From an optimization exercise on the open Yosys and OpenROAD flow, aimed at small area and a short achievable clock period; shortcuts taken in it are not production practice. In this exercise RTL edits were held to simulation tests only and were not proved equivalent to the original. Power figures rest on the tool's default switching activity, not on a simulated workload.

==> flow/design.v, too long to show whole: its modules and the start of the top module <==
// module tally_fmul: 186 lines
// module tally_fmul_tree: 3185 lines
// module tally_fmul_add: 771 lines
module tally_fmul (
    input  wire        clk,
    input  wire        rst,         
    input  wire        in_valid,
    input  wire [31:0] in_a,
    input  wire [31:0] in_b,
    input  wire [2:0]  in_rm,       
    output reg         out_valid,
    output reg  [31:0] out_res,
    output reg  [4:0]  out_flags    
);
  // ...
==> flow/run.sh <==
#!/bin/bash
# synth_recipe.tcl (not shown) runs the flow's synth.tcl, then flattens the netlist and writes it again
# the make line also repeats each setting of config.mk as NAME=value (left out here)
make -C /OpenROAD-flow-scripts/flow DESIGN_CONFIG=/design/flow/config.mk WORK_HOME=/design/flow/orfs CLKGATE_MAP_FILE= SYNTH_SCRIPT=/design/flow/synth_recipe.tcl finish
==> flow/config.mk <==
export PLATFORM = sky130hd
export DESIGN_NAME = tally_fmul
export DESIGN_NICKNAME = tally_fmul
export VERILOG_FILES = /design/flow/design.v
export SDC_FILE = /design/flow/constraint.sdc
export NUM_CORES = 4
export LEC_CHECK = 0
export CAP_MARGIN = 20
export CORE_MARGIN = 2
export CORE_UTILIZATION = 40
export SLEW_MARGIN = 20
==> flow/constraint.sdc <==
create_clock -name core_clock -period 18.0 [get_ports {clk}]
set_input_delay 3.6000 -clock core_clock [delete_from_list [all_inputs] [get_ports {clk}]]
set_output_delay 3.6000 -clock core_clock [all_outputs]
set_load 0.01 [all_outputs]
==> summary.txt, run 1 <==
Run status
  – Status: no timing/DRC/antenna violations

Cells and area
  – Area Overhead vs Synth: 10.2%
  – Clock buf count: 49
  – Inverters excl. clock: 532
  – Seq. cell area: 0.00576 mm2

STA
  – Setup_tns: 0 ns
  – Period Utilization, post-route: 30.0%
  – Unrepaired setup endpoints after global routing: false
  – Final-report hold violation count: 0

Setup path
  – CP most frequent cell: fa_1
  – Critical path data required time: 18.47 ns
  – Cells on worst reg2reg path: 13
  – Worst R2R Setup Slack: 12.60 ns

Routing
  – Via density: approximately 5.3
  – Top layer in use: met4
  – Drt initial violations: between 1.5k and 2k

Logic synthesis
  – Count of cell types in the netlist: 89
  – Area leader, netlist: fa_1
  – Synth Area in Adders: 35.4%
  – Cell Area, Synth: between 0.03 and 0.04 mm2
  – Yosys top cell area share: a little under a third
  – Synth Instances: 3510
  – Top-count cell post-synth: inv_1
  – Post-synthesis sequential area ratio: 18.0%
  – Post-synth EDFFs: 0

GRT
  – Routing usage on met2: between 30% and 40%
  – First-pass GRT wire length: ~150000 um
  – Total GRT Usage: a little under a quarter
  – Grt total ovfl: 0

Power and ir drop
  – Leading power group: combinational logic
  – Clock share of power: approximately 14%
  – P_sw: 2.69 mW
  – Power per Cell Area: 160 mW/mm2

Hold path
  – Hold Path Class: reg2reg
==> module tally_fmul, before the edit <==
module tally_fmul (
    input  wire        clk,
    input  wire        rst,         
    input  wire        in_valid,
    input  wire [31:0] in_a,
    input  wire [31:0] in_b,
    input  wire [2:0]  in_rm,       
    output reg         out_valid,
    output reg  [31:0] out_res,
    output reg  [4:0]  out_flags    
);
    integer i;
    reg        v0;
    reg [31:0] a0, b0;
    reg        ha0, hb0;            
    reg [2:0]  rm0;
    always @(posedge clk) begin
        v0  <= !rst && in_valid;
        a0  <= in_a;
        b0  <= in_b;
        ha0 <= |in_a[30:23];
        hb0 <= |in_b[30:23];
        rm0 <= in_rm;
    end
    wire        sa = a0[31], sb = b0[31];
    wire [7:0]  ea = a0[30:23], eb = b0[30:23];
    wire [22:0] fa = a0[22:0],  fb = b0[22:0];
    wire a_ez = !ha0, b_ez = !hb0;
    wire a_em = (ea == 8'hff), b_em = (eb == 8'hff);
    wire a_fz = (fa == 23'd0), b_fz = (fb == 23'd0);
    wire a_nan  = a_em & ~a_fz, b_nan  = b_em & ~b_fz;
    wire a_inf  = a_em &  a_fz, b_inf  = b_em &  b_fz;
    wire a_zero = a_ez &  a_fz, b_zero = b_ez &  b_fz;
    wire inv_op = (a_inf & b_zero) | (b_inf & a_zero);
    wire s1_nan = a_nan | b_nan | inv_op;
    wire s1_nv  = (a_nan & ~fa[22]) | (b_nan & ~fb[22]) | inv_op;
    wire [1:0] s1_cls = s1_nan ? 2'd3 : (a_inf | b_inf) ? 2'd2 : (a_zero | b_zero) ? 2'd1 : 2'd0;
    wire [23:0] ma = {ha0, fa};
    wire [23:0] mb = {hb0, fb};
    wire [47:0] rs, rc;
    tally_fmul_tree u_tree (.x(ma), .y(mb), .s(rs), .c(rc));
    reg [4:0] lza, lzb, tza, tzb;
    always @(*) begin
        lza = 5'd0;
        lzb = 5'd0;
        for (i = 0; i < 23; i = i + 1) begin
            if (fa[i]) lza = 5'd23 - i[4:0];
            if (fb[i]) lzb = 5'd23 - i[4:0];
        end
        if (ha0) lza = 5'd0;
        if (hb0) lzb = 5'd0;
        tza = 5'd23;
        tzb = 5'd23;
        for (i = 22; i >= 0; i = i - 1) begin
            if (fa[i]) tza = i[4:0];
            if (fb[i]) tzb = i[4:0];
        end
    end
    wire [4:0] lz = lza | lzb;
    wire [9:0] s1_e = {2'b00, ea} + {2'b00, eb} + {9'd0, a_ez} + {9'd0, b_ez} - 10'd127;
    wire [5:0] s1_t = {1'b0, tza} + {1'b0, tzb};
    wire [2:0] s1_rm = (rm0 > 3'd4) ? 3'd0 : rm0;
    reg        v1;
    reg [47:0] s1r, c1r;
    reg [4:0]  lz1;
    reg [9:0]  e1;
    reg [5:0]  t1;
    reg        sg1, nv1;
    reg [1:0]  cls1;
    reg [2:0]  rm1;
    always @(posedge clk) begin
        v1   <= !rst && v0;
        s1r  <= rs;
        c1r  <= rc;
        lz1  <= lz;
        e1   <= s1_e;
        t1   <= s1_t;
        sg1  <= sa ^ sb;
        nv1  <= s1_nv;
        cls1 <= s1_cls;
        rm1  <= s1_rm;
    end
    wire [47:0] prod;
    tally_fmul_add u_add (.s(s1r), .c(c1r), .p(prod));
    wire [47:0] pl  = prod << lz1;
    wire [25:0] win = pl[47:22];
    wire [9:0]  e   = e1 - {5'd0, lz1};
    wire [6:0]  t   = {1'b0, t1} + {2'b00, lz1};    
    wire        dn0 = e[9] | (e == 10'd0);          
    wire        dn1 = e[9];                         
    wire [9:0]  k0  = 10'd1 - e;                    
    wire [4:0]  k0c = (k0[9:5] != 5'd0) ? 5'd31 : k0[4:0];
    wire [9:0]  te  = {4'd0, t1} + e1;
    wire        st_dn = te[9] || (te < 10'd23);
    wire        st_n0 = t < 7'd22;
    wire        st_n1 = t < 7'd23;
    wire        ez0 = (e == 10'd0);
    wire        ez1 = (e == 10'h3ff);
    wire        ov0 = !e[9] && (e >= 10'd255);
    wire        ov1 = !e[9] && (e >= 10'd254);
    wire        e254 = (e == 10'd254);
    wire        e253 = (e == 10'd253);
    reg        v2;
    reg [25:0] p2;
    reg [7:0]  e2;
    reg [4:0]  k2;
    reg        dn0_2, dn1_2, std_2, stn0_2, stn1_2, ez0_2, ez1_2, ov0_2, ov1_2, m0_2, m1_2;
    reg        sg2, nv2;
    reg [1:0]  cls2;
    reg [2:0]  rm2;
    always @(posedge clk) begin
        v2     <= !rst && v1;
        p2     <= win;
        e2     <= e[7:0];
        k2     <= k0c;
        dn0_2  <= dn0;
        dn1_2  <= dn1;
        std_2  <= st_dn;
        stn0_2 <= st_n0;
        stn1_2 <= st_n1;
        ez0_2  <= ez0;
        ez1_2  <= ez1;
        ov0_2  <= ov0;
        ov1_2  <= ov1;
        m0_2   <= e254;
        m1_2   <= e253;
        sg2    <= sg1;
        nv2    <= nv1;
        cls2   <= cls1;
        rm2    <= rm1;
    end
    function round_up;
        input [2:0] rm;
        input       s, lsb, g, st;
        case (rm)
            3'd0:    round_up = g && (st || lsb);
            3'd1:    round_up = 1'b0;
            3'd2:    round_up = s && (g || st);
            3'd3:    round_up = !s && (g || st);
            default: round_up = g;
        endcase
    endfunction
    wire        p47 = p2[25];
    wire        dn  = p47 ? dn1_2 : dn0_2;
    wire [25:0] pn  = p47 ? {1'b0, p2[25:1]} : p2;
    wire [25:0] ps  = dn0_2 ? (p2 >> k2) : pn;
    wire [23:0] mant   = ps[24:1];
    wire        guard  = ps[0];
    wire        sticky = dn0_2 ? std_2 : (p47 ? stn1_2 : stn0_2);
    wire        inexact = guard | sticky;
    wire        up  = round_up(rm2, sg2, mant[0], guard, sticky);
    wire [7:0]  ebf  = dn ? 8'd0 : e2 + {7'd0, p47};
    wire [7:0]  ebf1 = dn ? 8'd1 : e2 + {7'd0, p47} + 8'd1;
    wire        all1 = &mant[22:0];
    wire [22:0] finc = mant[22:0] + 23'd1;
    wire [22:0] rf   = up ? finc : mant[22:0];
    wire [7:0]  re   = (up && all1) ? ebf1 : ebf;
    wire        ovf  = !dn && (p47 ? (ov1_2 || (m1_2 && up && all1))
                                   : (ov0_2 || (m0_2 && up && all1)));
    wire        sn0  = p47 ? stn1_2 : stn0_2;
    wire        up_n = round_up(rm2, sg2, 1'b1, pn[0], sn0);
    wire        tiny = dn && !((p47 ? ez1_2 : ez0_2) && (pn[24:1] == 24'hffffff) && up_n);
    wire big = (rm2 == 3'd0) || (rm2 == 3'd4) || (rm2 == 3'd2 && sg2) || (rm2 == 3'd3 && !sg2);
    reg [31:0] res;
    reg [4:0]  flags;
    always @(*) begin
        case (cls2)
            2'd3: begin res = 32'h7fc00000;        flags = {nv2, 4'b0000}; end
            2'd2: begin res = {sg2, 31'h7f800000}; flags = 5'b00000; end
            2'd1: begin res = {sg2, 31'd0};        flags = 5'b00000; end
            default:
                if (ovf) begin
                    res   = big ? {sg2, 31'h7f800000} : {sg2, 31'h7f7fffff};
                    flags = 5'b00101;
                end else begin
                    res   = {sg2, re, rf};
                    flags = {3'b000, tiny && inexact, inexact};
                end
        endcase
    end
    always @(posedge clk) begin
        out_valid <= !rst && v2;
        out_res   <= res;
        out_flags <= flags;
    end
endmodule
==> run 2, diff against run 1 <==
--- a/flow/design.v
+++ b/flow/design.v
@@ -58,6 +58,12 @@
     end
     wire [4:0] lz = lza | lzb;
-    wire [9:0] s1_e = {2'b00, ea} + {2'b00, eb} + {9'd0, a_ez} + {9'd0, b_ez} - 10'd127;
-    wire [5:0] s1_t = {1'b0, tza} + {1'b0, tzb};
+    wire [9:0] s1_b = {2'b00, ea} + {2'b00, eb} + {9'd0, a_ez} + {9'd0, b_ez} - 10'd127;
+    wire [9:0] s1_e = s1_b - {5'd0, lz};
+    wire [5:0] s1_t  = {1'b0, tza} + {1'b0, tzb};
+    wire [6:0] s1_tl = {1'b0, s1_t} + {2'b00, lz};
+    wire [9:0] s1_tb = {4'd0, s1_t} + s1_b;
+    wire       s1_sd = s1_tb[9] || (s1_tb < 10'd23);
+    wire       s1_s0 = s1_tl < 7'd22;
+    wire       s1_s1 = s1_tl < 7'd23;
     wire [2:0] s1_rm = (rm0 > 3'd4) ? 3'd0 : rm0;
     reg        v1;
@@ -65,5 +71,5 @@
     reg [4:0]  lz1;
     reg [9:0]  e1;
-    reg [5:0]  t1;
+    reg        sd1, s01, s11;
     reg        sg1, nv1;
     reg [1:0]  cls1;
@@ -75,5 +81,7 @@
         lz1  <= lz;
         e1   <= s1_e;
-        t1   <= s1_t;
+        sd1  <= s1_sd;
+        s01  <= s1_s0;
+        s11  <= s1_s1;
         sg1  <= sa ^ sb;
         nv1  <= s1_nv;
@@ -85,14 +93,12 @@
     wire [47:0] pl  = prod << lz1;
     wire [25:0] win = pl[47:22];
-    wire [9:0]  e   = e1 - {5'd0, lz1};
-    wire [6:0]  t   = {1'b0, t1} + {2'b00, lz1};    
+    wire [9:0]  e   = e1;
     wire        dn0 = e[9] | (e == 10'd0);          
     wire        dn1 = e[9];                         
     wire [9:0]  k0  = 10'd1 - e;                    
     wire [4:0]  k0c = (k0[9:5] != 5'd0) ? 5'd31 : k0[4:0];
-    wire [9:0]  te  = {4'd0, t1} + e1;
-    wire        st_dn = te[9] || (te < 10'd23);
-    wire        st_n0 = t < 7'd22;
-    wire        st_n1 = t < 7'd23;
+    wire        st_dn = sd1;
+    wire        st_n0 = s01;
+    wire        st_n1 = s11;
     wire        ez0 = (e == 10'd0);
     wire        ez1 = (e == 10'h3ff);
==> flow/flow/run.sh (new file) <==
#!/bin/bash
# Own layout flow: the standard synthesis, a polarity clean-up of the
# synthesised netlist (fixpol.py: full adders are self-dual, so the inverters
# synthesis leaves between them can be removed), then the standard layout
# of that netlist, with faster port buffers. Each tool's output goes to a log
# file of its own in the work folder.
set -euo pipefail
WORK=$(cd "$(dirname "$0")/.." && pwd)
cd "$WORK"
R=$WORK/orfs/results/sky130hd/tally_fmul/base
LIB=$FLOW_HOME/platforms/sky130hd/lib/sky130_fd_sc_hd__tt_025C_1v80.lib

bash standard.sh synth > "$WORK/log_synth.txt" 2>&1
cp "$R/1_2_yosys.v" "$R/1_2_yosys_standard.v"
python3 "$WORK/flow/fixpol.py" "$LIB" "$R/1_2_yosys_standard.v" "$R/1_2_yosys.v" > "$WORK/log_fixpol.txt" 2>&1
rm -f "$R/1_synth.odb" "$R/1_synth.sdc"

export BUFFER_PORTS_ARGS="-buffer_cell sky130_fd_sc_hd__buf_4"
bash standard.sh > "$WORK/log_layout.txt" 2>&1
test -f "$WORK/out/final.def"
==> flow/flow/fixpol.py (new file) <==
#!/usr/bin/env python3
"""Polarity clean-up of a flat sky130hd gate netlist written by Yosys.

Synthesis extracts full adders with arbitrary input and output polarities, which leaves
inverters between them. A full adder is self-dual: FA(~a, ~b, ~c) = (~sum, ~cout). This
pass chooses, for every full adder, whether it works on true or complemented signals,
and for every gate that has a complementary cell (and2/nand2, a21o/a21oi, ...) which of
the two to use, so that the netlist needs as few inverters (and as little area) as
possible. Registers, ports and every other cell stay as they are.

usage: fixpol.py LIBERTY IN.v OUT.v
"""
import re
import sys
import random

LIB, SRC, DST = sys.argv[1:4]
PFX = "sky130_fd_sc_hd__"

# ----------------------------------------------------------------- liberty
lib = open(LIB).read()
cells = {}
for m in re.finditer(r'\n\s*cell\s*\(\s*"?(\w+)"?\s*\)\s*\{', lib):
    name = m.group(1)
    start = m.end()
    depth = 1
    i = start
    while depth:
        c = lib[i]
        if c == "{":
            depth += 1
        elif c == "}":
            depth -= 1
        i += 1
    body = lib[start:i]
    am = re.search(r"\barea\s*:\s*([0-9.]+)", body)
    pins = {}
    for pm in re.finditer(r'\bpin\s*\(\s*"?(\w+)"?\s*\)\s*\{', body):
        pstart = pm.end()
        d = 1
        j = pstart
        while d:
            if body[j] == "{":
                d += 1
            elif body[j] == "}":
                d -= 1
            j += 1
        pb = body[pstart:j]
        dm = re.search(r"\bdirection\s*:\s*\"?(\w+)", pb)
        fm = re.search(r'\bfunction\s*:\s*"([^"]*)"', pb)
        pins[pm.group(1)] = (dm.group(1) if dm else None, fm.group(1) if fm else None)
    cells[name] = (float(am.group(1)) if am else None, pins)

dont_use = re.compile(r"lpflow|probe|bleeder|clkbufkapwr|clkinvkapwr")


def tt(cell):
    """Truth table of a single-output cell as (inputs, outputpin, tuple)."""
    area, pins = cells[cell]
    outs = [p for p, (d, f) in pins.items() if d == "output"]
    ins = sorted(p for p, (d, f) in pins.items() if d == "input")
    if len(outs) != 1:
        return None
    f = pins[outs[0]][1]
    if f is None:
        return None
    expr = f.replace("!", " 1^").replace("&", " & ").replace("|", " | ").replace("^", " ^ ")
    # liberty precedence: ! > & > ^ > | ; Python: & > ^ > |, unary handled by 1^(...)
    expr = re.sub(r"1\^\s*(\w+)", r"(1^\1)", expr)
    expr = re.sub(r"1\^\s*\(", "(1^", expr)
    res = []
    for v in range(1 << len(ins)):
        env = {p: (v >> k) & 1 for k, p in enumerate(ins)}
        try:
            res.append(eval(expr, {}, env) & 1)
        except Exception:
            return None
    return ins, outs[0], tuple(res)


def comp_name(base):
    pairs = [("and", "nand"), ("or", "nor"), ("xor", "xnor"), ("mux2", "mux2i"), ("buf", "inv")]
    m = re.match(r"(\w+?)_(\d+)$", base)
    if not m:
        return []
    stem, drive = m.group(1), m.group(2)
    cands = []
    for a, b in pairs:
        if stem.startswith(a) and not stem.startswith(b):
            cands.append(b + stem[len(a):])
        if stem.startswith(b):
            cands.append(a + stem[len(b):])
    if re.match(r"[ao]\d", stem) or stem.startswith(("a2bb", "o2bb")):
        if stem.endswith("oi") or stem.endswith("ai"):
            cands.append(stem[:-1])
        elif stem.endswith("o") or stem.endswith("a"):
            cands.append(stem + "i")
    out = []
    for c in cands:
        for d in (drive, "1", "0", "2"):
            full = f"{PFX}{c}_{d}"
            if full in cells and not dont_use.search(full):
                out.append(full)
                break
    return out


comp_cache = {}


def complement_of(cell):
    """A cell computing the complement of cell's output with the same input pins, or None."""
    if cell in comp_cache:
        return comp_cache[cell]
    r = None
    if cell.startswith(PFX) and cell in cells:
        t0 = tt(cell)
        if t0:
            for c in comp_name(cell[len(PFX):]):
                t1 = tt(c)
                if t1 and t1[0] == t0[0] and all(x != y for x, y in zip(t0[2], t1[2])):
                    r = (c, t0[1], t1[1])
                    break
    comp_cache[cell] = r
    return r


# ----------------------------------------------------------------- netlist
src = open(SRC).read()
mod = re.search(r"module\s+(\w+)\s*\((.*?)\);(.*)endmodule", src, re.S)
header_ports = mod.group(2)
body = mod.group(3)
inst_re = re.compile(r"^\s*(\w+)\s+(\\\S+ |\S+)\s*\((.*?)\);", re.S | re.M)
decl_lines = []
insts = []
pos = 0
for line_m in re.finditer(r"^\s*(input|output|wire|inout)\b[^;]*;", body, re.M):
    decl_lines.append(line_m.group(0).strip())
body_cells = re.sub(r"^\s*(input|output|wire|inout)\b[^;]*;", "", body, flags=re.M)
if re.search(r"^\s*assign\b", body_cells, re.M):
    sys.exit("fixpol: assign statements not supported")
for m in inst_re.finditer(body_cells):
    typ, name, pins = m.group(1), m.group(2), m.group(3)
    pp = []
    for pm in re.finditer(r"\.(\w+)\s*\(\s*(.*?)\s*\)\s*(?:,|$)", pins.strip(), re.S):
        pp.append((pm.group(1), pm.group(2).strip()))
    insts.append([typ, name, pp])

ports_in, ports_out = set(), set()
for d in decl_lines:
    m = re.match(r"(input|output|inout)\s*(\[\d+:\d+\])?\s*(.*);", d)
    if m:
        names = [x.strip() for x in m.group(3).split(",")]
        rng = m.group(2)
        for n in names:
            if rng:
                hi, lo = map(int, rng[1:-1].split(":"))
                bits = [f"{n}[{k}]" for k in range(min(hi, lo), max(hi, lo) + 1)]
            else:
                bits = [n]
            (ports_in if m.group(1) == "input" else ports_out).update(bits)


def norm(n):
    n = n.strip()
    if n.startswith("\\"):
        return n.split()[0] + " "
    return n


def is_out(cell, pin):
    return cells.get(cell, (None, {}))[1].get(pin, (None,))[0] == "output"


def is_inv(typ):
    return re.match(PFX + r"(clk)?inv_\d+$", typ) is not None


# driver of each net
driver = {}
for k, (typ, name, pp) in enumerate(insts):
    for p, n in pp:
        if is_out(typ, p):
            driver[norm(n)] = (k, p)
for n in ports_in:
    driver[n] = None

# base signal and polarity of each net, following inverter chains
memo = {}


def base(n):
    if n in memo:
        return memo[n]
    d = driver.get(n)
    if d is not None and is_inv(insts[d[0]][0]):
        a = norm(dict(insts[d[0]][2])["A"])
        b, p = base(a)
        r = (b, p ^ 1)
    else:
        r = (n, 0)
    memo[n] = r
    return r


FA = re.compile(PFX + r"fa_\d+$")
# variables: full adders (flip) and complementable gates (use complement)
var_of_cell = {}
for k, (typ, name, pp) in enumerate(insts):
    if is_inv(typ):
        continue
    if FA.match(typ):
        var_of_cell[k] = "fa"
    elif complement_of(typ):
        var_of_cell[k] = "gate"

# consumers: (cell k or None for a port, pin, base signal, polarity needed with var = 0)
needs = {}   # base signal -> list of (k or None, pin, pol)
for k, (typ, name, pp) in enumerate(insts):
    if is_inv(typ):
        continue
    for p, n in pp:
        if not is_out(typ, p):
            n = norm(n)
            if n in ("1'b0", "1'b1") or re.match(r"\d+'[bh]", n):
                continue
            b, pol = base(n)
            needs.setdefault(b, []).append((k, p, pol))
for n in ports_out:
    b, pol = base(n)
    needs.setdefault(b, []).append((None, n, pol))

# driving cell of each base signal
bdrv = {}
for b in needs:
    d = driver.get(b)
    bdrv[b] = d[0] if d is not None else None

state = {k: 0 for k in var_of_cell}
INV_AREA = cells[PFX + "inv_1"][0]


def cell_area(k):
    typ = insts[k][0]
    if var_of_cell.get(k) == "gate" and state[k]:
        return cells[complement_of(typ)[0]][0]
    return cells[typ][0]


def sig_cost(b):
    d = bdrv[b]
    dpol = state.get(d, 0) if d is not None else 0
    want = set()
    for k, p, pol in needs[b]:
        flip = state.get(k, 0) if (k is not None and var_of_cell.get(k) == "fa") else 0
        want.add(pol ^ flip)
    return INV_AREA if (dpol ^ 1) in want else 0.0


cell_sigs = {}
for b, lst in needs.items():
    for k, p, pol in lst:
        if k is not None and k in var_of_cell:
            cell_sigs.setdefault(k, set()).add(b)
out_sigs = {}
for b in needs:
    d = bdrv[b]
    if d is not None and d in var_of_cell:
        out_sigs.setdefault(d, set()).add(b)


def local(k):
    sigs = set(cell_sigs.get(k, ())) | set(out_sigs.get(k, ()))
    return sum(sig_cost(b) for b in sigs) + cell_area(k)


def total():
    return sum(sig_cost(b) for b in needs) + sum(cell_area(k) for k in var_of_cell)


before = total()
rng = random.Random(1)
order = list(var_of_cell)
for it in range(30):
    improved = 0
    rng.shuffle(order)
    for k in order:
        c0 = local(k)
        state[k] ^= 1
        c1 = local(k)
        if c1 < c0 - 1e-9:
            improved += 1
        else:
            state[k] ^= 1
    if not improved:
        break
after = total()

# ----------------------------------------------------------------- rebuild
names_used = set(driver) | set(memo)
cnt = [0]


def fresh():
    while True:
        cnt[0] += 1
        n = f"_pol{cnt[0]}_"
        if n not in names_used:
            names_used.add(n)
            return n


# net name for (base, polarity): polarity 0 keeps the base name
pname = {}
# existing inverter outputs can keep their names for polarity 1
for n, (b, p) in memo.items():
    if p == 1 and (b, 1) not in pname and n not in ports_out:
        pname[(b, 1)] = n


def net(b, p):
    if p == 0:
        return b
    if (b, 1) not in pname:
        pname[(b, 1)] = fresh()
    return pname[(b, 1)]


new_insts = []
extra_invs = []
for b in needs:
    d = bdrv[b]
    dpol = state.get(d, 0) if d is not None else 0
    want = set()
    for k, p, pol in needs[b]:
        flip = state.get(k, 0) if (k is not None and var_of_cell.get(k) == "fa") else 0
        want.add(pol ^ flip)
    if (dpol ^ 1) in want:
        extra_invs.append((net(b, dpol), net(b, dpol ^ 1)))

# port nets must carry their own signal: ports are driven directly by (b, pol)
port_alias = []
for n in ports_out:
    b, pol = base(n)
    if n != net(b, pol):
        port_alias.append((n, net(b, pol)))

for k, (typ, name, pp) in enumerate(insts):
    if is_inv(typ):
        continue
    v = var_of_cell.get(k)
    flip = state.get(k, 0)
    newtyp = typ
    outmap = {}
    if v == "gate" and flip:
        c, op0, op1 = complement_of(typ)
        newtyp = c
        outmap = {op0: op1}
    npp = []
    for p, n in pp:
        nn = norm(n)
        if is_out(typ, p):
            b = nn
            opol = flip if v in ("fa", "gate") else 0
            if b in needs or b in bdrv:
                npp.append((outmap.get(p, p), net(b, opol)))
            else:
                # output with no consumer: keep its net
                npp.append((outmap.get(p, p), nn if opol == 0 else fresh()))
        else:
            if nn in ("1'b0", "1'b1") or re.match(r"\d+'[bh]", nn):
                npp.append((p, n))
                continue
            b, pol = base(nn)
            f = flip if v == "fa" else 0
            npp.append((p, net(b, pol ^ f)))
    new_insts.append((newtyp, name, npp))

for i, (a, y) in enumerate(extra_invs):
    new_insts.append((PFX + "inv_1", f"_polinv{i}_", [("A", a), ("Y", y)]))

# output ports driven through another net: turn the driver's net into the port itself
if port_alias:
    ren = {}
    for n, src_net in port_alias:
        ren[src_net] = n
    new_insts = [(t, nm, [(p, ren.get(x, x)) for p, x in pp]) for t, nm, pp in new_insts]

wires = set()
for t, nm, pp in new_insts:
    for p, x in pp:
        if x not in ports_in and x not in ports_out and not re.match(r"\d+'[bh]", x):
            wires.add(x)

out = [f"module {mod.group(1)}({header_ports});"]
for d in decl_lines:
    if not d.startswith("wire"):
        out.append("  " + d)
for w in sorted(wires):
    out.append(f"  wire {w};")
for t, nm, pp in new_insts:
    out.append(f"  {t} {nm} (")
    out.append(",\n".join(f"    .{p}({x})" for p, x in pp))
    out.append("  );")
out.append("endmodule")
open(DST, "w").write("\n".join(out) + "\n")
nfa = sum(1 for k in var_of_cell if var_of_cell[k] == "fa" and state[k])
ng = sum(1 for k in var_of_cell if var_of_cell[k] == "gate" and state[k])
ninv0 = sum(1 for t, _, _ in insts if is_inv(t))
print(f"fixpol: cost {before:.1f} -> {after:.1f}; inverters {ninv0} -> {len(extra_invs)}; "
      f"flipped {nfa} adders, complemented {ng} gates; port aliases {len(port_alias)}")
==> flow/standard.sh (new file) <==
#!/bin/bash
# synth_recipe.tcl (not shown) runs the flow's synth.tcl, then flattens the netlist and writes it again
# the make line also repeats each setting of config.mk as NAME=value (left out here)
make -C /OpenROAD-flow-scripts/flow DESIGN_CONFIG=/design/flow/config.mk WORK_HOME=/design/flow/orfs CLKGATE_MAP_FILE= SYNTH_SCRIPT=/design/flow/synth_recipe.tcl "${@:-finish}"
removed: flow/run.sh
==> summary.txt, run 2 <==
Place
  – Dpl hpwl: 66600 um (was 69300 um)
  – Routability Congestion: 0.941 (was 0.912)
  – Buffers on Ports: 106 (unchanged)

STA
  – Period Utilization, post-route: 31.1% (was 30.0%)
  – Final-report hold violation count: 0 (unchanged)
  – Worst-Margin Slew: 0.987 ns (was 0.994 ns)
  – Setup_tns: 0 ns (unchanged)
  – Unrepaired setup endpoints after global routing: false (unchanged)
  – Min cycle time layout: 5.59 ns (was 5.40 ns)
  – Layout Skew: 0.0350 ns (was 0.0293 ns)
  – Relative slew slack: 34.1% (was 33.7%)
  – F_max: 179 MHz (was 185 MHz)
  – Final setup fails: 0 (unchanged)
  – Max Slew Vio Count: 0 (unchanged)
  – Hold Slack: 0.327 ns (was 0.326 ns)

Logic synthesis
  – Synth Warn #: 1 (unchanged)
  – Synth Net Count: 3715 (was 4186)
  – Cell Area, Synth: 0.0303 mm2 (was 0.0319 mm2)
  – Post-synthesis area per instance: 9.96 um2 (was 9.09 um2)
  – Synth Instances: 3039 (was 3510)

Setup path
  – CP cell instances: inv_1, a21oi_1, o21ai_0, a21oi_1, o21ai_0, a21oi_1, o21ai_0, a21oi_1, o21ai_0, a21oi_1, o31a_1, ha_1, fa_1, fa_1, a21o_1, a21o_1, a21o_1, a21oi_1, xor2_1, o221ai_1, or3_1, a21oi_1, a311o_1 (was inv_1, nor2_1, fa_1, fa_1, inv_1, fa_1, inv_1, fa_1, inv_1, fa_1, inv_1, fa_1, fa_1)
  – Buffers and inverters on the worst path: 1 (was 5)
  – Max stage delay on crit path: 0.81 ns (was 0.83 ns)
  – Crit Path Class: reg2reg (unchanged)
  – CP Launch Type: flip-flop (unchanged)
  – Slowest CP cell: dfxtp_1 (unchanged)
  – Critical Path Start: b0[21]$_DFF_P_ (was b0[9]$_DFF_P_)
  – CP arrival: 6.11 ns (was 5.86 ns)
  – R2r startpoint: b0[21]$_DFF_P_ (was b0[9]$_DFF_P_)
  – Crit Path Max Fanout: 19 (unchanged)
  – CP top delay family: compound AO/OA/AOI/OAI gates (was adder cells)
  – Critical path data required time: 18.51 ns (was 18.47 ns)
  – Crit end category: flip-flop (unchanged)
  – CP most frequent cell: a21oi_1 (was fa_1)

Cells and area
  – Largest Register: s1r (unchanged)
  – Most frequent cells in the layout: fa_1 (494), and2_1 (471), dfxtp_1 (281), nor2_1 (244), buf_4 (161) (was inv_1 (518), fa_1 (494), and2_1 (453), dfxtp_1 (279), nor2_1 (219))
  – Layout cell share with drive strength beyond 1: 11.3% (was 6.11%)
  – Max reg flops: 47 (unchanged)
  – Most common cell after layout, fill and taps aside: fa_1 (was inv_1)
  – Area Overhead vs Synth: 9.48% (was 10.2%)
  – Diode count: 0 (was 1)
  – Nets: 3711 (was 4183)
  – Fin util: 44.4% (was 44.5%)
  – Biggest registers after layout: s1r x47, c1r x46 (unchanged)

Clocking
  – Total setup buffers inserted after CTS: 0 (unchanged)
  – CTS tree: built (unchanged)
  – Clock Tree Buf Depth: 3 (unchanged)
  – Root buf cell: clkbuf_16 (unchanged)
  – Clock latency on the worst-skew pair: 0.60 ns (about the same)
  – Worst-path clk slew: 0.06 ns (about the same)
  – Total CTS buffers: 38 (unchanged)
  – Clock sinks: 284 (was 287)
  – Post-CTS Resized: 0 (unchanged)
  – H-tree Lvls: 2 (unchanged)
  – CTS Hold Bufs: 0 (unchanged)

Power and ir drop
  – Net Sw Frac: 46.4% (was 48.0%)
  – Clock share of power: 14.1% (was 14.0%)
  – Combinational power share: 67.1% (was 67.4%)
  – P_sw: 2.57 mW (was 2.69 mW)
  – P_int: 2.97 mW (was 2.92 mW)
  – Max IR drop VDD: 126 uV (was 93.9 uV)
  – Sequential share of power: 18.8% (was 18.6%)
  – Power per Cell Area: 167 mW/mm2 (was 160 mW/mm2)
  – P_leak: 14.3 nW (was 16.1 nW)

Hold path
  – Hold_sp: nv1$_DFF_P_ (was cls1[1]$_SDFF_PP1_)
  – Hold Path Class: reg2reg (unchanged)

Die
  – Initial Util: 40.5% (was 40.4%)
  – Num ports: 108 (unchanged)
  – Die width: 279 um (was 286 um)
  – Die area: 0.0779 mm2 (was 0.0821 mm2)
  – Die H: 279 um (was 286 um)
  – Core ar.: 0.0747 mm2 (was 0.0790 mm2)
  – Row cnt: 100 (was 103)

GRT
  – Grt total ovfl: 0 (unchanged)
  – Total GRT Usage: 24.5% (was 23.7%)
  – Initial antenna violation count: 3 (unchanged)
  – Vias in the first global route: 24.3k (was 25.7k)
  – Largest net degree at the start of global routing: 80 (was 50)
  – First-pass GRT wire length: 146000 um (was 150000 um)

Routing
  – Drt initial violations: 2145 (was 1746)
  – Routed WL: 93700 um (was 95300 um)
  – First-pass DRT Iterations: 5 (was 6)
  – Residual DRC: 0 (unchanged)
  – Antenna-violating nets left: 0 (unchanged)
  – Vias: 23.2k (was 24.5k)
  – Via density: 5.74 (was 5.33)
  – Avg WL per Cell: 23.2 um (was 20.8 um)

Run status
  – Status: no timing/DRC/antenna violations (unchanged)

Flow run
  – Max-cap violation count: 0 (unchanged)
==> run 2: layout make-up <==
class / instances / area [um2]
clock buffers: 45 / 1020
repair buffers: 161 / 1210
multi-input cells: 2466 / 23400
well taps: 969 / 1210
fillers: 7121 / 41600
flip-flops and latches: 284 / 5690
clock inverters: 23 / 279
inverters: 84 / 315
==> run 2: power by group through the flow <==
stage | registers [mW] | clock network [mW] | logic (mW)
global route | 1.06 | 0.822 | 4.16
finish | 1.04 | 0.780 | 3.72
floorplan | 0.985 | 0 | 2.62
detailed placement | 1.05 | 0 | 3.69
global placement | 1.05 | 0 | 3.62
CTS | 1.04 | 0.804 | 3.71
==> run 2: worst paths after layout <==
path            endpoint  depth (start not counted)  slack, ns
max          sd1$_DFF_P_                         23      12.41
min          nv2$_DFF_P_                          0       0.33
max reg2reg  sd1$_DFF_P_                         23      12.41
min reg2reg  nv2$_DFF_P_                          0       0.33
==> run 2: routing by layer <==
metal / wire (um) / track usage, %
met3: 7760 / 4.77
met4: 3870 / 9.44
met2: 43500 / 39.7
met5: 12 / 0
met1: 38600 / 32.3
==> run 2: metrics by stage <==
stage	power [mW]	setup WS [ns]	instances	instance area [um2]
global route	6.05	12.11	4032	33100
floorplan	3.61	13.42	3039	30300
detailed placement	4.74	12.50	3964	31800
finish	5.54	12.41	4032	33100
CTS	5.55	12.48	4032	33100
global placement	4.67	12.59	3964	31800
==> run 3, diff against run 2 <==
--- a/flow/design.v
+++ b/flow/design.v
@@ -59,5 +59,4 @@
     wire [4:0] lz = lza | lzb;
     wire [9:0] s1_b = {2'b00, ea} + {2'b00, eb} + {9'd0, a_ez} + {9'd0, b_ez} - 10'd127;
-    wire [9:0] s1_e = s1_b - {5'd0, lz};
     wire [5:0] s1_t  = {1'b0, tza} + {1'b0, tzb};
     wire [6:0] s1_tl = {1'b0, s1_t} + {2'b00, lz};
@@ -70,5 +69,5 @@
     reg [47:0] s1r, c1r;
     reg [4:0]  lz1;
-    reg [9:0]  e1;
+    reg [9:0]  e1;                  
     reg        sd1, s01, s11;
     reg        sg1, nv1;
@@ -80,5 +79,5 @@
         c1r  <= rc;
         lz1  <= lz;
-        e1   <= s1_e;
+        e1   <= s1_b;
         sd1  <= s1_sd;
         s01  <= s1_s0;
@@ -91,11 +90,14 @@
     wire [47:0] prod;
     tally_fmul_add u_add (.s(s1r), .c(c1r), .p(prod));
-    wire [47:0] pl  = prod << lz1;
-    wire [25:0] win = pl[47:22];
-    wire [9:0]  e   = e1;
+    wire [9:0]  e   = e1 - {5'd0, lz1};
     wire        dn0 = e[9] | (e == 10'd0);          
     wire        dn1 = e[9];                         
-    wire [9:0]  k0  = 10'd1 - e;                    
-    wire [4:0]  k0c = (k0[9:5] != 5'd0) ? 5'd31 : k0[4:0];
+    wire [10:0] u_dn = 11'd24 - {e1[9], e1};
+    wire [5:0]  u   = dn0 ? ((u_dn > 11'd50) ? 6'd50 : u_dn[5:0]) : (6'd23 - {1'b0, lz1});
+    wire [49:0] q   = {prod, 2'b00};
+    wire [49:0] qs  = q >> u;
+    wire [26:0] win = qs[26:0];
+    wire [47:0] pl  = prod << lz1;
+    wire        top = pl[47];
     wire        st_dn = sd1;
     wire        st_n0 = s01;
@@ -108,7 +110,7 @@
     wire        e253 = (e == 10'd253);
     reg        v2;
-    reg [25:0] p2;
+    reg [26:0] p2;
+    reg        t2;
     reg [7:0]  e2;
-    reg [4:0]  k2;
     reg        dn0_2, dn1_2, std_2, stn0_2, stn1_2, ez0_2, ez1_2, ov0_2, ov1_2, m0_2, m1_2;
     reg        sg2, nv2;
@@ -118,6 +120,6 @@
         v2     <= !rst && v1;
         p2     <= win;
+        t2     <= top;
         e2     <= e[7:0];
-        k2     <= k0c;
         dn0_2  <= dn0;
         dn1_2  <= dn1;
@@ -147,10 +149,10 @@
         endcase
     endfunction
-    wire        p47 = p2[25];
+    wire        p47 = t2;
     wire        dn  = p47 ? dn1_2 : dn0_2;
-    wire [25:0] pn  = p47 ? {1'b0, p2[25:1]} : p2;
-    wire [25:0] ps  = dn0_2 ? (p2 >> k2) : pn;
-    wire [23:0] mant   = ps[24:1];
-    wire        guard  = ps[0];
+    wire        nsh = p47 && !dn0_2;                 
+    wire [25:0] ps  = nsh ? p2[26:1] : p2[25:0];
+    wire [23:0] mant   = ps[25:2];
+    wire        guard  = ps[1];
     wire        sticky = dn0_2 ? std_2 : (p47 ? stn1_2 : stn0_2);
     wire        inexact = guard | sticky;
@@ -165,6 +167,6 @@
                                    : (ov0_2 || (m0_2 && up && all1)));
     wire        sn0  = p47 ? stn1_2 : stn0_2;
-    wire        up_n = round_up(rm2, sg2, 1'b1, pn[0], sn0);
-    wire        tiny = dn && !((p47 ? ez1_2 : ez0_2) && (pn[24:1] == 24'hffffff) && up_n);
+    wire        up_n = round_up(rm2, sg2, 1'b1, p2[0], sn0);
+    wire        tiny = dn && !((p47 ? ez1_2 : ez0_2) && (p2[24:1] == 24'hffffff) && up_n);
     wire big = (rm2 == 3'd0) || (rm2 == 3'd4) || (rm2 == 3'd2 && sg2) || (rm2 == 3'd3 && !sg2);
     reg [31:0] res;
==> flow/flow/run.sh (replaced) <==
#!/bin/bash
# Own layout flow: the standard synthesis, a polarity clean-up of the
# synthesised netlist (fixpol.py: full adders are self-dual and simple gates
# have complementary and De Morgan forms, so most inverters and buffers that
# synthesis leaves can go), then the standard layout of that netlist with
# faster port buffers and timing repair aimed well inside the clock period.
# Each tool's output goes to a log file of its own in the work folder.
set -euo pipefail
WORK=$(cd "$(dirname "$0")/.." && pwd)
cd "$WORK"
R=$WORK/orfs/results/sky130hd/tally_fmul/base
LIB=$FLOW_HOME/platforms/sky130hd/lib/sky130_fd_sc_hd__tt_025C_1v80.lib
MARGIN=${MARGIN:-13.4}

bash standard.sh synth > "$WORK/log_synth.txt" 2>&1
cp "$R/1_2_yosys.v" "$R/1_2_yosys_standard.v"
python3 "$WORK/flow/fixpol.py" "$LIB" "$R/1_2_yosys_standard.v" "$R/1_2_yosys.v" > "$WORK/log_fixpol.txt" 2>&1
rm -f "$R/1_synth.odb" "$R/1_synth.sdc"

bash standard.sh "BUFFER_PORTS_ARGS=-buffer_cell sky130_fd_sc_hd__buf_4" \
    "SETUP_SLACK_MARGIN=$MARGIN" finish > "$WORK/log_layout.txt" 2>&1
test -f "$WORK/out/final.def"
--- a/flow/flow/fixpol.py
+++ b/flow/flow/fixpol.py
@@ -13,4 +13,5 @@
 import re
 import sys
+import os
 import random
 
@@ -65,13 +66,12 @@
     if f is None:
         return None
-    expr = f.replace("!", " 1^").replace("&", " & ").replace("|", " | ").replace("^", " ^ ")
-    # liberty precedence: ! > & > ^ > | ; Python: & > ^ > |, unary handled by 1^(...)
-    expr = re.sub(r"1\^\s*(\w+)", r"(1^\1)", expr)
-    expr = re.sub(r"1\^\s*\(", "(1^", expr)
+    if "^" in f or "'" in f:
+        return None
+    expr = f.replace("!", " not ").replace("&", " and ").replace("|", " or ").replace("+", " or ")
     res = []
     for v in range(1 << len(ins)):
         env = {p: (v >> k) & 1 for k, p in enumerate(ins)}
         try:
-            res.append(eval(expr, {}, env) & 1)
+            res.append(1 if eval(expr, {}, env) else 0)
         except Exception:
             return None
@@ -79,48 +79,75 @@
 
 
-def comp_name(base):
-    pairs = [("and", "nand"), ("or", "nor"), ("xor", "xnor"), ("mux2", "mux2i"), ("buf", "inv")]
+def variants(base):
+    """Names of cells that may realise base with inverted output and/or inputs."""
     m = re.match(r"(\w+?)_(\d+)$", base)
     if not m:
         return []
     stem, drive = m.group(1), m.group(2)
-    cands = []
-    for a, b in pairs:
-        if stem.startswith(a) and not stem.startswith(b):
-            cands.append(b + stem[len(a):])
-        if stem.startswith(b):
-            cands.append(a + stem[len(b):])
-    if re.match(r"[ao]\d", stem) or stem.startswith(("a2bb", "o2bb")):
-        if stem.endswith("oi") or stem.endswith("ai"):
-            cands.append(stem[:-1])
-        elif stem.endswith("o") or stem.endswith("a"):
-            cands.append(stem + "i")
-    out = []
-    for c in cands:
+    outs = {stem}
+    # complement of the output
+    comp = set()
+    for x in outs:
+        for a, b in (("nand", "and"), ("nor", "or"), ("xnor", "xor"), ("mux2i", "mux2"), ("inv", "buf")):
+            if x.startswith(a):
+                comp.add(b + x[len(a):])
+            elif x.startswith(b) and not x.startswith(a):
+                comp.add(a + x[len(b):])
+        if re.match(r"[ao]\d", x) or x.startswith(("a2bb", "o2bb")):
+            if x.endswith(("oi", "ai")):
+                comp.add(x[:-1])
+            elif x.endswith(("o", "a")):
+                comp.add(x + "i")
+    outs |= comp
+    # dual (De Morgan): and <-> or, nand <-> nor, aNN <-> oNN
+    dual = set()
+    for x in outs:
+        for a, b in (("nand", "nor"), ("and", "or")):
+            if x.startswith(a):
+                dual.add(b + x[len(a):])
+            elif x.startswith(b) and not x.startswith(a):
+                dual.add(a + x[len(b):])
+        mm = re.match(r"([ao])(\d+)(oi|ai|o|a)$", x)
+        if mm:
+            f = {"a": "o", "o": "a"}[mm.group(1)]
+            tail = {"oi": "ai", "ai": "oi", "o": "a", "a": "o"}[mm.group(3)]
+            dual.add(f + mm.group(2) + tail)
+    outs |= dual
+    res = []
+    for c in sorted(outs):
         for d in (drive, "1", "0", "2"):
             full = f"{PFX}{c}_{d}"
             if full in cells and not dont_use.search(full):
-                out.append(full)
+                res.append(full)
                 break
-    return out
+    return res
 
 
-comp_cache = {}
+real_cache = {}
 
 
-def complement_of(cell):
-    """A cell computing the complement of cell's output with the same input pins, or None."""
-    if cell in comp_cache:
-        return comp_cache[cell]
-    r = None
-    if cell.startswith(PFX) and cell in cells:
-        t0 = tt(cell)
-        if t0:
-            for c in comp_name(cell[len(PFX):]):
-                t1 = tt(c)
-                if t1 and t1[0] == t0[0] and all(x != y for x, y in zip(t0[2], t1[2])):
-                    r = (c, t0[1], t1[1])
-                    break
-    comp_cache[cell] = r
+def realisations(cell):
+    """[(cell type, {old output pin: new}, output flip, input flip)] computing
+    f(x) ^ oflip from inputs x ^ iflip (all inputs flipped together)."""
+    if cell in real_cache:
+        return real_cache[cell]
+    r = [(cell, {}, 0, 0)]
+    t0 = tt(cell) if cell in cells else None
+    if t0:
+        ins, op0, f0 = t0
+        n = len(ins)
+        full = (1 << n) - 1
+        for c in variants(cell[len(PFX):]):
+            t1 = tt(c)
+            if not t1 or t1[0] != ins:
+                continue
+            for of in (0, 1):
+                for inf in (0, 1):
+                    if c == cell and of == 0 and inf == 0:
+                        continue
+                    ok = all(t1[2][v ^ (full if inf else 0)] == (f0[v] ^ of) for v in range(1 << n))
+                    if ok:
+                        r.append((c, {op0: t1[1]}, of, inf))
+    real_cache[cell] = r
     return r
 
@@ -177,4 +204,13 @@
 
 
+def is_buf(typ):
+    # buffers are dropped as well (the layout flow removes synthesis buffers anyway)
+    return re.match(PFX + r"(clk)?buf_\d+$", typ) is not None
+
+
+def is_pass(typ):
+    return is_inv(typ) or is_buf(typ)
+
+
 # driver of each net
 driver = {}
@@ -194,8 +230,8 @@
         return memo[n]
     d = driver.get(n)
-    if d is not None and is_inv(insts[d[0]][0]):
+    if d is not None and is_pass(insts[d[0]][0]):
         a = norm(dict(insts[d[0]][2])["A"])
         b, p = base(a)
-        r = (b, p ^ 1)
+        r = (b, p ^ (1 if is_inv(insts[d[0]][0]) else 0))
     else:
         r = (n, 0)
@@ -205,18 +241,25 @@
 
 FA = re.compile(PFX + r"fa_\d+$")
-# variables: full adders (flip) and complementable gates (use complement)
-var_of_cell = {}
+# variables: realisation index of every flexible cell
+reals = {}
 for k, (typ, name, pp) in enumerate(insts):
-    if is_inv(typ):
+    if is_pass(typ):
         continue
+    const_in = any(not is_out(typ, p) and (norm(n) in ("1'b0", "1'b1") or re.match(r"\d+'[bh]", norm(n)))
+                   for p, n in pp)
     if FA.match(typ):
-        var_of_cell[k] = "fa"
-    elif complement_of(typ):
-        var_of_cell[k] = "gate"
+        r = [(typ, {}, 0, 0), (typ, {}, 1, 1)]
+    else:
+        r = realisations(typ)
+    if const_in:
+        r = [x for x in r if x[3] == 0]
+    if len(r) > 1:
+        reals[k] = r
+var_of_cell = reals
 
 # consumers: (cell k or None for a port, pin, base signal, polarity needed with var = 0)
 needs = {}   # base signal -> list of (k or None, pin, pol)
 for k, (typ, name, pp) in enumerate(insts):
-    if is_inv(typ):
+    if is_pass(typ):
         continue
     for p, n in pp:
@@ -237,23 +280,27 @@
     bdrv[b] = d[0] if d is not None else None
 
-state = {k: 0 for k in var_of_cell}
+state = {k: 0 for k in reals}
 INV_AREA = cells[PFX + "inv_1"][0]
 
 
+def oflip(k):
+    return reals[k][state[k]][2] if k in reals else 0
+
+
+def iflip(k):
+    return reals[k][state[k]][3] if k in reals else 0
+
+
 def cell_area(k):
-    typ = insts[k][0]
-    if var_of_cell.get(k) == "gate" and state[k]:
-        return cells[complement_of(typ)[0]][0]
-    return cells[typ][0]
+    return cells[reals[k][state[k]][0]][0]
 
 
 def sig_cost(b):
     d = bdrv[b]
-    dpol = state.get(d, 0) if d is not None else 0
-    want = set()
+    dpol = oflip(d) if d is not None else 0
     for k, p, pol in needs[b]:
-        flip = state.get(k, 0) if (k is not None and var_of_cell.get(k) == "fa") else 0
-        want.add(pol ^ flip)
-    return INV_AREA if (dpol ^ 1) in want else 0.0
+        if (pol ^ (iflip(k) if k is not None else 0)) != dpol:
+            return INV_AREA
+    return 0.0
 
 
@@ -261,38 +308,67 @@
 for b, lst in needs.items():
     for k, p, pol in lst:
-        if k is not None and k in var_of_cell:
+        if k is not None and k in reals:
             cell_sigs.setdefault(k, set()).add(b)
-out_sigs = {}
 for b in needs:
     d = bdrv[b]
-    if d is not None and d in var_of_cell:
-        out_sigs.setdefault(d, set()).add(b)
+    if d is not None and d in reals:
+        cell_sigs.setdefault(d, set()).add(b)
 
 
 def local(k):
-    sigs = set(cell_sigs.get(k, ())) | set(out_sigs.get(k, ()))
-    return sum(sig_cost(b) for b in sigs) + cell_area(k)
+    return sum(sig_cost(b) for b in cell_sigs.get(k, ())) + cell_area(k)
 
 
 def total():
-    return sum(sig_cost(b) for b in needs) + sum(cell_area(k) for k in var_of_cell)
+    return sum(sig_cost(b) for b in needs) + sum(cell_area(k) for k in reals)
 
 
 before = total()
 rng = random.Random(1)
-order = list(var_of_cell)
+keys = list(reals)
 for it in range(30):
     improved = 0
-    rng.shuffle(order)
-    for k in order:
+    rng.shuffle(keys)
+    for k in keys:
         c0 = local(k)
-        state[k] ^= 1
-        c1 = local(k)
-        if c1 < c0 - 1e-9:
+        s0 = state[k]
+        bestc, bests = c0, s0
+        for j in range(len(reals[k])):
+            if j == s0:
+                continue
+            state[k] = j
+            c = local(k)
+            if c < bestc - 1e-9:
+                bestc, bests = c, j
+        state[k] = bests
+        if bests != s0:
             improved += 1
-        else:
-            state[k] ^= 1
     if not improved:
         break
+
+import math
+cur = total()
+best = cur
+best_state = dict(state)
+NMOV = int(os.environ.get("FIXPOL_MOVES", "80")) * len(keys)
+T0, T1 = 4.0, 0.05
+for i in range(NMOV):
+    T = T0 * (T1 / T0) ** (i / NMOV)
+    k = keys[rng.randrange(len(keys))]
+    c0 = local(k)
+    s0 = state[k]
+    j = rng.randrange(len(reals[k]) - 1)
+    if j >= s0:
+        j += 1
+    state[k] = j
+    d = local(k) - c0
+    if d <= 0 or rng.random() < math.exp(-d / T):
+        cur += d
+        if cur < best - 1e-9:
+            best = cur
+            best_state = dict(state)
+    else:
+        state[k] = s0
+state = best_state
 after = total()
 
@@ -331,9 +407,6 @@
 for b in needs:
     d = bdrv[b]
-    dpol = state.get(d, 0) if d is not None else 0
-    want = set()
-    for k, p, pol in needs[b]:
-        flip = state.get(k, 0) if (k is not None and var_of_cell.get(k) == "fa") else 0
-        want.add(pol ^ flip)
+    dpol = oflip(d) if d is not None else 0
+    want = set(pol ^ (iflip(k) if k is not None else 0) for k, p, pol in needs[b])
     if (dpol ^ 1) in want:
         extra_invs.append((net(b, dpol), net(b, dpol ^ 1)))
@@ -341,20 +414,29 @@
 # port nets must carry their own signal: ports are driven directly by (b, pol)
 port_alias = []
-for n in ports_out:
+port_bufs = []
+claimed = set()
+for n in sorted(ports_out):
+    b, pol = base(n)
+    src_net = net(b, pol)
+    if n == src_net:
+        claimed.add(src_net)
+for n in sorted(ports_out):
     b, pol = base(n)
-    if n != net(b, pol):
-        port_alias.append((n, net(b, pol)))
+    src_net = net(b, pol)
+    if n == src_net:
+        continue
+    if src_net in claimed or src_net in ports_in:
+        port_bufs.append((src_net, n))
+    else:
+        claimed.add(src_net)
+        port_alias.append((n, src_net))
 
 for k, (typ, name, pp) in enumerate(insts):
-    if is_inv(typ):
+    if is_pass(typ):
         continue
-    v = var_of_cell.get(k)
-    flip = state.get(k, 0)
-    newtyp = typ
-    outmap = {}
-    if v == "gate" and flip:
-        c, op0, op1 = complement_of(typ)
-        newtyp = c
-        outmap = {op0: op1}
+    if k in reals:
+        newtyp, outmap, of, inf = reals[k][state[k]]
+    else:
+        newtyp, outmap, of, inf = typ, {}, 0, 0
     npp = []
     for p, n in pp:
@@ -362,17 +444,16 @@
         if is_out(typ, p):
             b = nn
-            opol = flip if v in ("fa", "gate") else 0
             if b in needs or b in bdrv:
-                npp.append((outmap.get(p, p), net(b, opol)))
+                npp.append((outmap.get(p, p), net(b, of)))
             else:
-                # output with no consumer: keep its net
-                npp.append((outmap.get(p, p), nn if opol == 0 else fresh()))
+                npp.append((outmap.get(p, p), nn if of == 0 else fresh()))
         else:
             if nn in ("1'b0", "1'b1") or re.match(r"\d+'[bh]", nn):
+                if inf:
+                    sys.exit("fixpol: constant input on a flipped cell")
                 npp.append((p, n))
                 continue
             b, pol = base(nn)
-            f = flip if v == "fa" else 0
-            npp.append((p, net(b, pol ^ f)))
+            npp.append((p, net(b, pol ^ inf)))
     new_insts.append((newtyp, name, npp))
 
@@ -386,4 +467,7 @@
         ren[src_net] = n
     new_insts = [(t, nm, [(p, ren.get(x, x)) for p, x in pp]) for t, nm, pp in new_insts]
+    port_bufs = [(ren.get(a, a), y) for a, y in port_bufs]
+for i, (a, y) in enumerate(port_bufs):
+    new_insts.append((PFX + "buf_1", f"_polbuf{i}_", [("A", a), ("X", y)]))
 
 wires = set()
@@ -405,7 +489,7 @@
 out.append("endmodule")
 open(DST, "w").write("\n".join(out) + "\n")
-nfa = sum(1 for k in var_of_cell if var_of_cell[k] == "fa" and state[k])
-ng = sum(1 for k in var_of_cell if var_of_cell[k] == "gate" and state[k])
-ninv0 = sum(1 for t, _, _ in insts if is_inv(t))
+nfa = sum(1 for k in reals if FA.match(insts[k][0]) and state[k])
+ng = sum(1 for k in reals if not FA.match(insts[k][0]) and state[k])
+ninv0 = sum(1 for t, _, _ in insts if is_pass(t))
 print(f"fixpol: cost {before:.1f} -> {after:.1f}; inverters {ninv0} -> {len(extra_invs)}; "
       f"flipped {nfa} adders, complemented {ng} gates; port aliases {len(port_alias)}")
==> summary.txt, run 3 <==
Place
  – Placed Area: 0.0308 mm2 (was 0.0318 mm2)
  – Routability Congestion: 0.988 (was 0.941)
  – Dpl hpwl: 71400 um (was 66600 um)
  – Inst Count DP: 4070 (was 3964)
  – Buffers on Ports: 106 (unchanged)

Cells and area
  – Biggest registers after layout: s1r x47, c1r x46 (unchanged)
  – Max reg flops: 47 (unchanged)
  – Largest Register: s1r (unchanged)
  – Seq. cell area: 0.00570 mm2 (was 0.00569 mm2)
  – Most common cell after layout, fill and taps aside: nor2_1 (was fa_1)
  – Area Overhead vs Synth: 20.0% (was 9.48%)
  – Fillcell total: 6647 (was 7121)
  – Multi-input logic area: 0.0226 mm2 (was 0.0234 mm2)
  – Nets: 3950 (was 3711)
  – Non-filler cells in the finished layout: 4240 (was 4032)
  – Layout cell share with drive strength beyond 1: 18.3% (was 11.3%)
  – Diode count: 0 (unchanged)
  – Post-route cell area: 0.0339 mm2 (was 0.0331 mm2)
  – Most frequent cells in the layout: nor2_1 (667), fa_1 (489), dfxtp_1 (219), nand2_1 (195), buf_4 (178) (was fa_1 (494), and2_1 (471), dfxtp_1 (281), nor2_1 (244), buf_4 (161))

Routing
  – Antenna-violating nets left: 0 (unchanged)
  – Vias: 24.7k (was 23.2k)
  – Routed WL: 100000 um (was 93700 um)
  – Via density: 5.83 (was 5.74)
  – Drt initial violations: 2208 (was 2145)
  – First-pass DRT Iterations: 5 (unchanged)
  – Residual DRC: 0 (unchanged)
  – Avg WL per Cell: 23.7 um (was 23.2 um)

Logic synthesis
  – Synth Net Count: 3649 (was 3715)
  – Synth Instances: 2972 (was 3039)
  – Post-synthesis area per instance: 9.51 um2 (was 9.96 um2)
  – Synth Warn #: 1 (unchanged)
  – Cell Area, Synth: 0.0283 mm2 (was 0.0303 mm2)

Hold path
  – Worst hold stages: 0 (unchanged)
  – Hold Path Class: reg2reg (unchanged)
  – Hold_sp: rm1[0]$_SDFF_PN0_ (was nv1$_DFF_P_)
  – Min-Delay Endpoint: rm2[0]$_DFF_P_ (was nv2$_DFF_P_)

Setup path
  – Crit Path Max Fanout: 1 (was 19)
  – CP top delay family: flip-flops (was compound AO/OA/AOI/OAI gates)
  – Buffers and inverters on the worst path: 1 (unchanged)
  – Slowest CP cell: dfxtp_2 (was dfxtp_1)
  – Critical path data required time: 14.40 ns (was 18.51 ns)
  – CP Launch Type: flip-flop (unchanged)
  – Max stage delay on crit path: 0.32 ns (was 0.81 ns)
  – Worst reg2reg path endpoint: s1r[26]$_DFF_P_ (was sd1$_DFF_P_)
  – CP arrival: 1.01 ns (was 6.11 ns)
  – Crit Path Class: reg2out (was reg2reg)
  – R2r startpoint: a0[17]$_DFF_P_ (was b0[21]$_DFF_P_)
  – Worst R2R Setup Slack: 13.43 ns (was 12.41 ns)
  – CP cell instances: buf_6 (was inv_1, a21oi_1, o21ai_0, a21oi_1, o21ai_0, a21oi_1, o21ai_0, a21oi_1, o21ai_0, a21oi_1, o31a_1, ha_1, fa_1, fa_1, a21o_1, a21o_1, a21o_1, a21oi_1, xor2_1, o221ai_1, or3_1, a21oi_1, a311o_1)
  – Cells on worst reg2reg path: 10 (was 23)
  – Crit end category: primary output (was flip-flop)

Power and ir drop
  – Combinational power share: 69.4% (was 67.1%)
  – Clock share of power: 13.0% (was 14.1%)
  – P_leak: 14.7 nW (was 14.3 nW)
  – Sequential share of power: 17.6% (was 18.8%)
  – Max IR drop VDD: 86.9 uV (was 126 uV)
  – Net Sw Frac: 48.0% (was 46.4%)
  – P_sw: 2.78 mW (was 2.57 mW)
  – Power per Cell Area: 171 mW/mm2 (was 167 mW/mm2)
  – P_int: 3.01 mW (was 2.97 mW)

GRT
  – Initial antenna violation count: 1 (was 3)
  – Largest net degree at the start of global routing: 57 (was 80)
  – Total GRT Usage: 27.4% (was 24.5%)
  – Vias in the first global route: 25.3k (was 24.3k)
  – First-pass GRT wire length: 153000 um (was 146000 um)
  – Grt total ovfl: 0 (unchanged)

Clocking
  – CTS Hold Bufs: 0 (unchanged)
  – Clock Tree Buf Depth: 3 (unchanged)
  – H-tree Lvls: 2 (unchanged)
  – CTS tree: built (unchanged)
  – Clock latency on the worst-skew pair: 0.61 ns (was 0.60 ns)
  – Clock sinks: 280 (was 284)
  – Total CTS buffers: 35 (was 38)
  – Worst-path clk slew: 0.07 ns (was 0.06 ns)
  – Root buf cell: clkbuf_16 (unchanged)

STA
  – Min cycle time layout: 4.61 ns (was 5.59 ns)
  – Unrepaired setup endpoints after global routing: true (was false)
  – Worst-Margin Slew: 0.982 ns (was 0.987 ns)
  – Final-report hold violation count: 0 (unchanged)
  – F_max: 217 MHz (was 179 MHz)
  – Final setup fails: 0 (unchanged)
  – Max Slew Vio Count: 0 (unchanged)
  – Layout Skew: 0.0603 ns (was 0.0350 ns)
  – Relative slew slack: 34.0% (was 34.1%)
  – Setup_tns: 0 ns (unchanged)
  – Period Utilization, post-route: 25.6% (was 31.1%)

Flow run
  – Max-cap violation count: 0 (unchanged)

Run status
  – Status: no timing/DRC/antenna violations (unchanged)

Die
  – Num ports: 108 (unchanged)
  – Row cnt: 97 (was 100)
  – Die H: 270 um (was 279 um)
  – Die area: 0.0728 mm2 (was 0.0779 mm2)
  – Initial Util: 40.4% (was 40.5%)
  – Die width: 270 um (was 279 um)
  – Core ar.: 0.0700 mm2 (was 0.0747 mm2)
## run 3: worst max path at each step
stage                             start                end  slack, ns  cells after the start
floorplan                lz1[0]$_DFF_P_      p2[8]$_DFF_P_      13.28                     15
global placement         a0[21]$_DFF_P_        sd1$_DFF_P_      12.62                     26
detailed placement       lz1[1]$_DFF_P_  p2[22]$_SDFF_PN0_      12.62                     16
CTS                      b0[14]$_DFF_P_        sd1$_DFF_P_      13.29                     22
global route              e1[0]$_DFF_P_      p2[1]$_DFF_P_      13.30                     20
finish              out_res[22]$_DFF_P_        out_res[22]      13.39                      1
## run 3: metal layers
metal / track usage, % / share of wire, % / up-vias
met1: 35.5 / 40 / 12300
met3: 6.00 / 9.2 / 307
met4: 14.9 / 6.1 / 0
met2: 42.9 / 45 / 1299
met5: 0 / 0 / -
li1: - / - / 10800
## run 3: cell type report
class                   count  area share, %
well taps                 940           3.47
repair buffers            252           7.13
clock buffers              43           2.85
inverters                 170           2.25
clock inverters            21          0.675
multi-input cells        2525           66.7
flip-flops and latches    280           16.8
repair inverters            9          0.140
## run 3: power by group through the flow
stage / clock [mW] / combinational [mW] / sequential (mW)
6_report: 0.752 / 4.01 / 1.02
3_5_place_dp: 0 / 3.76 / 1.01
2_1_floorplan: 0 / 2.65 / 0.972
3_3_place_gp: 0 / 3.73 / 1.01
5_1_grt: 0.787 / 4.45 / 1.04
4_1_cts: 0.764 / 3.84 / 1.01
## run 3: repair_timing
| item | 4_1_cts | 5_1_grt |
|---|---|---|
| pin swaps | 5 | 58 |
| gates resized for setup | 159 | 153 |
| endpoints found under the setup margin | 134 | 101 |
| setup buffers | 41 | 46 |
| gates cloned | 12 | 6 |
## run 3: per-stage QoR
step / util, % / hold WS [ns] / power, mW / setup WS (ns)
after global placement: 43.9 / 0.311 / 4.75 / 12.62
after global routing: 48.4 / 0.331 / 6.27 / 13.30
after CTS: 47.0 / 0.329 / 5.62 / 13.29
final: 48.4 / 0.327 / 5.79 / 13.39
after floorplan: - / 0.310 / 3.62 / 13.28
after detailed placement: 43.9 / 0.314 / 4.77 / 12.62

==> re-timing with driven ports <==
Ports are ideal in the flow. The routed layouts listed here were re-timed in OpenROAD.
Step 1 assumes that a clkbuf_16 drives the clock port and a buf_2 every other input.
Step 2 moves the port delays by t, midway between the first and last clock arrival at a register: inputs arrive t later, outputs are due t later. That takes back most of the time a late clock gives input paths.
a / b / c = ideal / step 1 / step 2; a / b = the first two.
run | t, ns | setup slack, ns | worst slew at a driven data input, ns
run 1 | 0.646 | 12.604 / 12.604 / 12.604 | 0.05
run 2 | 0.639 | 12.410 / 12.410 / 12.410 | 0.05
run 3 | 0.643 | 13.393 / 13.328 / 13.432 | 0.08
After both steps setup and hold are still met in every run listed.
